From an optimization exercise on the open Yosys and OpenROAD flow, aimed at small area; shortcuts taken in it are not production practice. Where RTL was checked, it was by simulation tests only, not by an equivalence proof against the original. Power figures rest on the tool's default switching activity, not on a simulated workload. The clock port is modelled as an ideal driver; clocking choices that lean on that would not hold on a real chip.

## job 101
// mon_unit
module mon_unit (
    input             clk,
    input             rst,
    input             cfg_we,
    input             cfg_enable,
    input             cfg_tel_en,
    input             cfg_lim_en,
    input      [63:0] cfg_origin,
    input      [31:0] cfg_width,
    input      [63:0] cfg_limit_lo,
    input      [63:0] cfg_limit_hi,
    input             s_valid,
    input      [63:0] s_value,
    input      [2:0]  s_flags,
    input             close,
    input             restart,
    input             step,
    input             tel_ack,
    input             evt_ack,
    input      [6:0]  rd_addr,
    output reg [31:0] rd_data,
    output            evt
);
clock: 22.0 ns
lec_check: 0
cap_margin: 20
core_margin: 2
core_utilization: 40
slew_margin: 20
standard.sh (not shown) runs the stock make flow with config.mk's settings and CLKGATE_MAP_FILE= SYNTH_SCRIPT=/design/flow/synth_recipe.tcl, a recipe that flattens the netlist after the stock synthesis.
==> flow/flow/run.sh <==
#!/bin/bash
# The standard layout (standard.sh, unchanged synthesis) with two changes:
# the port buffers are the smallest buffer cell, and the clock tree uses
# larger sink clusters and no dummy loads. make's output goes to make.log;
# each ORFS step keeps its own log under orfs/logs/.
set -euo pipefail
bash standard.sh \
  BUFFER_PORTS_ARGS="-buffer_cell sky130_fd_sc_hd__buf_1" \
  CTS_ARGS="-sink_clustering_enable -repair_clock_nets -dont_use_dummy_load -sink_clustering_size 24 -sink_clustering_max_diameter 110" \
  finish > make.log 2>&1
Job 101: PASS, flow complete, no timing, DRC or antenna violations
Input changes introduced in job 102 (baseline for comparison: job 101):
diff --git a/flow/flow/run.sh b/flow/flow/run.sh
--- a/flow/flow/run.sh
+++ b/flow/flow/run.sh
@@ -8,3 +8,3 @@
   BUFFER_PORTS_ARGS="-buffer_cell sky130_fd_sc_hd__buf_1" \
-  CTS_ARGS="-sink_clustering_enable -repair_clock_nets -dont_use_dummy_load -sink_clustering_size 24 -sink_clustering_max_diameter 110" \
+  CTS_ARGS="-sink_clustering_enable -repair_clock_nets -dont_use_dummy_load -sink_clustering_size 30 -sink_clustering_max_diameter 130" \
   finish > make.log 2>&1
Delta(clock network power, job 102 - job 101) < 0
Job 101 → job 102: power lower; number of nets in the layout roughly the same.

* * *

## run 1
mon_unit, a different RTL version from the one above (not shown whole).
Size in the first run: roughly 6800 cells after synthesis, about 340 I/O pins, roughly 89000 sq um of cells after synthesis.
// mon_unit
module mon_unit (
    input             clk,
    input             rst,
    input             cfg_we,
    input             cfg_enable,
    input             cfg_tel_en,
    input             cfg_lim_en,
    input      [63:0] cfg_origin,
    input      [31:0] cfg_width,
    input      [63:0] cfg_limit_lo,
    input      [63:0] cfg_limit_hi,
    input             s_valid,
    input      [63:0] s_value,
    input      [2:0]  s_flags,
    input             close,
    input             restart,
    input             step,
    input             tel_ack,
    input             evt_ack,
    input      [6:0]  rd_addr,
    output reg [31:0] rd_data,
    output            evt
);
==> flow/config.mk <==
export PLATFORM = sky130hd
export DESIGN_NAME = mon_unit
export DESIGN_NICKNAME = mon_unit
export VERILOG_FILES = /design/flow/design.v
export SDC_FILE = /design/flow/constraint.sdc
export NUM_CORES = 4
export LEC_CHECK = 0
export CAP_MARGIN = 20
export CORE_MARGIN = 2
export CORE_UTILIZATION = 55
export PLACE_DENSITY = 0.7
export SLEW_MARGIN = 20
==> flow/constraint.sdc <==
create_clock -name core_clock -period 22.0 [get_ports {clk}]
set_input_delay 4.4000 -clock core_clock [delete_from_list [all_inputs] [get_ports {clk}]]
set_output_delay 4.4000 -clock core_clock [all_outputs]
set_load 0.01 [all_outputs]
==> flow/flow/run.sh <==
#!/bin/bash
# The standard layout (standard.sh, unchanged synthesis) with two changes:
# the port buffers are the smallest buffer cell, and the clock tree uses
# larger sink clusters and no dummy loads. make's output goes to make.log;
# each ORFS step keeps its own log under orfs/logs/.
set -euo pipefail
bash standard.sh \
  BUFFER_PORTS_ARGS="-buffer_cell sky130_fd_sc_hd__buf_1" \
  CTS_ARGS="-sink_clustering_enable -repair_clock_nets -dont_use_dummy_load -sink_clustering_size 30 -sink_clustering_max_diameter 150" \
  finish > make.log 2>&1
The following lists how run 2 was set up differently from run 1:
Settings: CORE_UTILIZATION changed from 55 to 40; PLACE_DENSITY removed (was 0.7).
==> flow/run.sh (new file) <==
#!/bin/bash
# synth_recipe.tcl (not shown) runs the flow's synth.tcl, then flattens the netlist and writes it again
# the make line also repeats each setting of config.mk as NAME=value (left out here)
make -C /OpenROAD-flow-scripts/flow DESIGN_CONFIG=/design/flow/config.mk WORK_HOME=/design/flow/orfs CLKGATE_MAP_FILE= SYNTH_SCRIPT=/design/flow/synth_recipe.tcl finish
removed: flow/flow/run.sh
removed: flow/standard.sh
Findings:
- Die area of run 2 exceeds that of run 1 by more than a quarter.
- Taking run 1 as the reference, in run 2 number of filler instances in the final layout rose by 7053, final area +8.4%, worst vdd rail ir drop down about 2.5%.
- Of run 1 and run 2, the higher slew at the pin with the worst max-slew slack belongs to run 1.
Changes in run 3 relative to run 2:
Settings: PLACE_DENSITY: unset -> 0.7; CTS_BUF_LIST: unset -> sky130_fd_sc_hd__clkbuf_4 sky130_fd_sc_hd__clkbuf_8; CORE_UTILIZATION: 40 -> 55.
## What came out
Run 3 reports a lower cell area after placement than run 2 does. Between run 2 and run 3, minimum clock period increased. Summary of run 3 over run 2: number of sequential cells has remained practically unchanged; global-route usage picked up an extra 10 points; maximum fanout along the worst path lower; count of buffers from port buffering essentially unchanged; clock-buffer cell count rose by 183. Run 2 and run 3 all finish clean. Area of all placed cells without fillers ends up lower on run 3. Post-synthesis adder-cell area fraction across run 2 and run 3: no real change. Instance count on the critical path in run 3 is 1 lower than in run 2.
Function was not checked in any run of this note: the RTL went through the layout flow alone.

* * *

Another version of the RTL of mon_unit (not shown whole).
Size in the first run: about 6700 cells after synthesis, roughly 1900 flip-flops, ~88000 µm² of cells after synthesis.
// mon_unit
module mon_unit (
    input             clk,
    input             rst,
    input             cfg_we,
    input             cfg_enable,
    input             cfg_tel_en,
    input             cfg_lim_en,
    input      [63:0] cfg_origin,
    input      [31:0] cfg_width,
    input      [63:0] cfg_limit_lo,
    input      [63:0] cfg_limit_hi,
    input             s_valid,
    input      [63:0] s_value,
    input      [2:0]  s_flags,
    input             close,
    input             restart,
    input             step,
    input             tel_ack,
    input             evt_ack,
    input      [6:0]  rd_addr,
    output reg [31:0] rd_data,
    output            evt
);
==> flow/config.mk <==
export PLATFORM = sky130hd
export DESIGN_NAME = mon_unit
export DESIGN_NICKNAME = mon_unit
export VERILOG_FILES = /design/flow/design.v
export SDC_FILE = /design/flow/constraint.sdc
export NUM_CORES = 4
export LEC_CHECK = 0
export CAP_MARGIN = 20
export CORE_MARGIN = 2
export CORE_UTILIZATION = 40
export SLEW_MARGIN = 20
==> flow/constraint.sdc <==
create_clock -name core_clock -period 22.0 [get_ports {clk}]
set_input_delay 4.4000 -clock core_clock [delete_from_list [all_inputs] [get_ports {clk}]]
set_output_delay 4.4000 -clock core_clock [all_outputs]
set_load 0.01 [all_outputs]
==> flow/flow/run.sh <==
#!/bin/bash
# The standard layout (standard.sh, unchanged synthesis) with these changes:
# the port buffers are the smallest buffer cell; the clock tree uses larger
# sink clusters and no dummy loads; after global routing, cells
# off the critical paths are downsized (power recovery, any footprint).
# make's output goes to make.log; each ORFS step keeps its own log under
# orfs/logs/.
set -euo pipefail
bash standard.sh \
  BUFFER_PORTS_ARGS="-buffer_cell sky130_fd_sc_hd__buf_1" \
  CTS_ARGS="-sink_clustering_enable -repair_clock_nets -dont_use_dummy_load -sink_clustering_size 20 -sink_clustering_max_diameter 100" \
  RECOVER_POWER=100 MATCH_CELL_FOOTPRINT=0 \
  finish > make.log 2>&1
The baseline ran to the end with violations: max-capacitance violations, max-slew violations.
==> next run, changes <==
==> flow/flow/run.sh (replaced) <==
#!/bin/bash
# The standard layout (standard.sh, unchanged synthesis) with two changes:
# the port buffers are the smallest buffer cell, and the clock tree uses
# larger sink clusters and no dummy loads. make's output goes to make.log;
# each ORFS step keeps its own log under orfs/logs/.
set -euo pipefail
bash standard.sh \
  BUFFER_PORTS_ARGS="-buffer_cell sky130_fd_sc_hd__buf_1" \
  CTS_ARGS="-sink_clustering_enable -repair_clock_nets -dont_use_dummy_load -sink_clustering_size 30 -sink_clustering_max_diameter 150" \
  finish > make.log 2>&1
Result:
- The new run ran to the end with no violations
- die area stays the same
- global-route usage drops by 0.10 points
- via count went down by 0.66%

-- separate check: timing with driven ports --
The results above use ideal ports. As a check the final layouts listed here were re-extracted and re-timed, cells and wires unchanged. Step 1 assumes that a clkbuf_16 drives the clock port and a buf_2 every other input. Step 2 times the ports against the registers' clock, not the clock port: input delays grow and output delays shrink by t, the midpoint of the rising clock arrivals with the driver on. Slacks: ideal / step 1 / step 2; pairs: ideal / step 1.
run | t, ns | setup WS [ns] | worst setup path after step 2 | worst slew at a driven data input, ns
job 101 | 0.852 | 2.996 / 3.071 / 2.219 | input to register | 0.17
job 102 | 0.834 | 3.012 / 3.084 / 2.250 | input to register | 0.18
run 1 | 0.822 | 3.645 / 3.645 / 3.645 | register to register | 0.08
run 2 | 0.960 | 4.076 / 4.076 / 4.076 | register to register | 0.21
run 3 | 1.108 | 3.574 / 3.574 / 3.574 | register to register | 0.08
the first run of note 3 | 0.856 | 2.129 / 2.183 / 1.328 | input to register | 0.13
the second run of note 3 | 0.857 | 3.904 / 3.967 / 3.110 | input to register | 0.13
For the first run of note 3, which loses most, drivers alone change the setup slack by +0.054 ns; drivers and shift together by -0.801 ns.
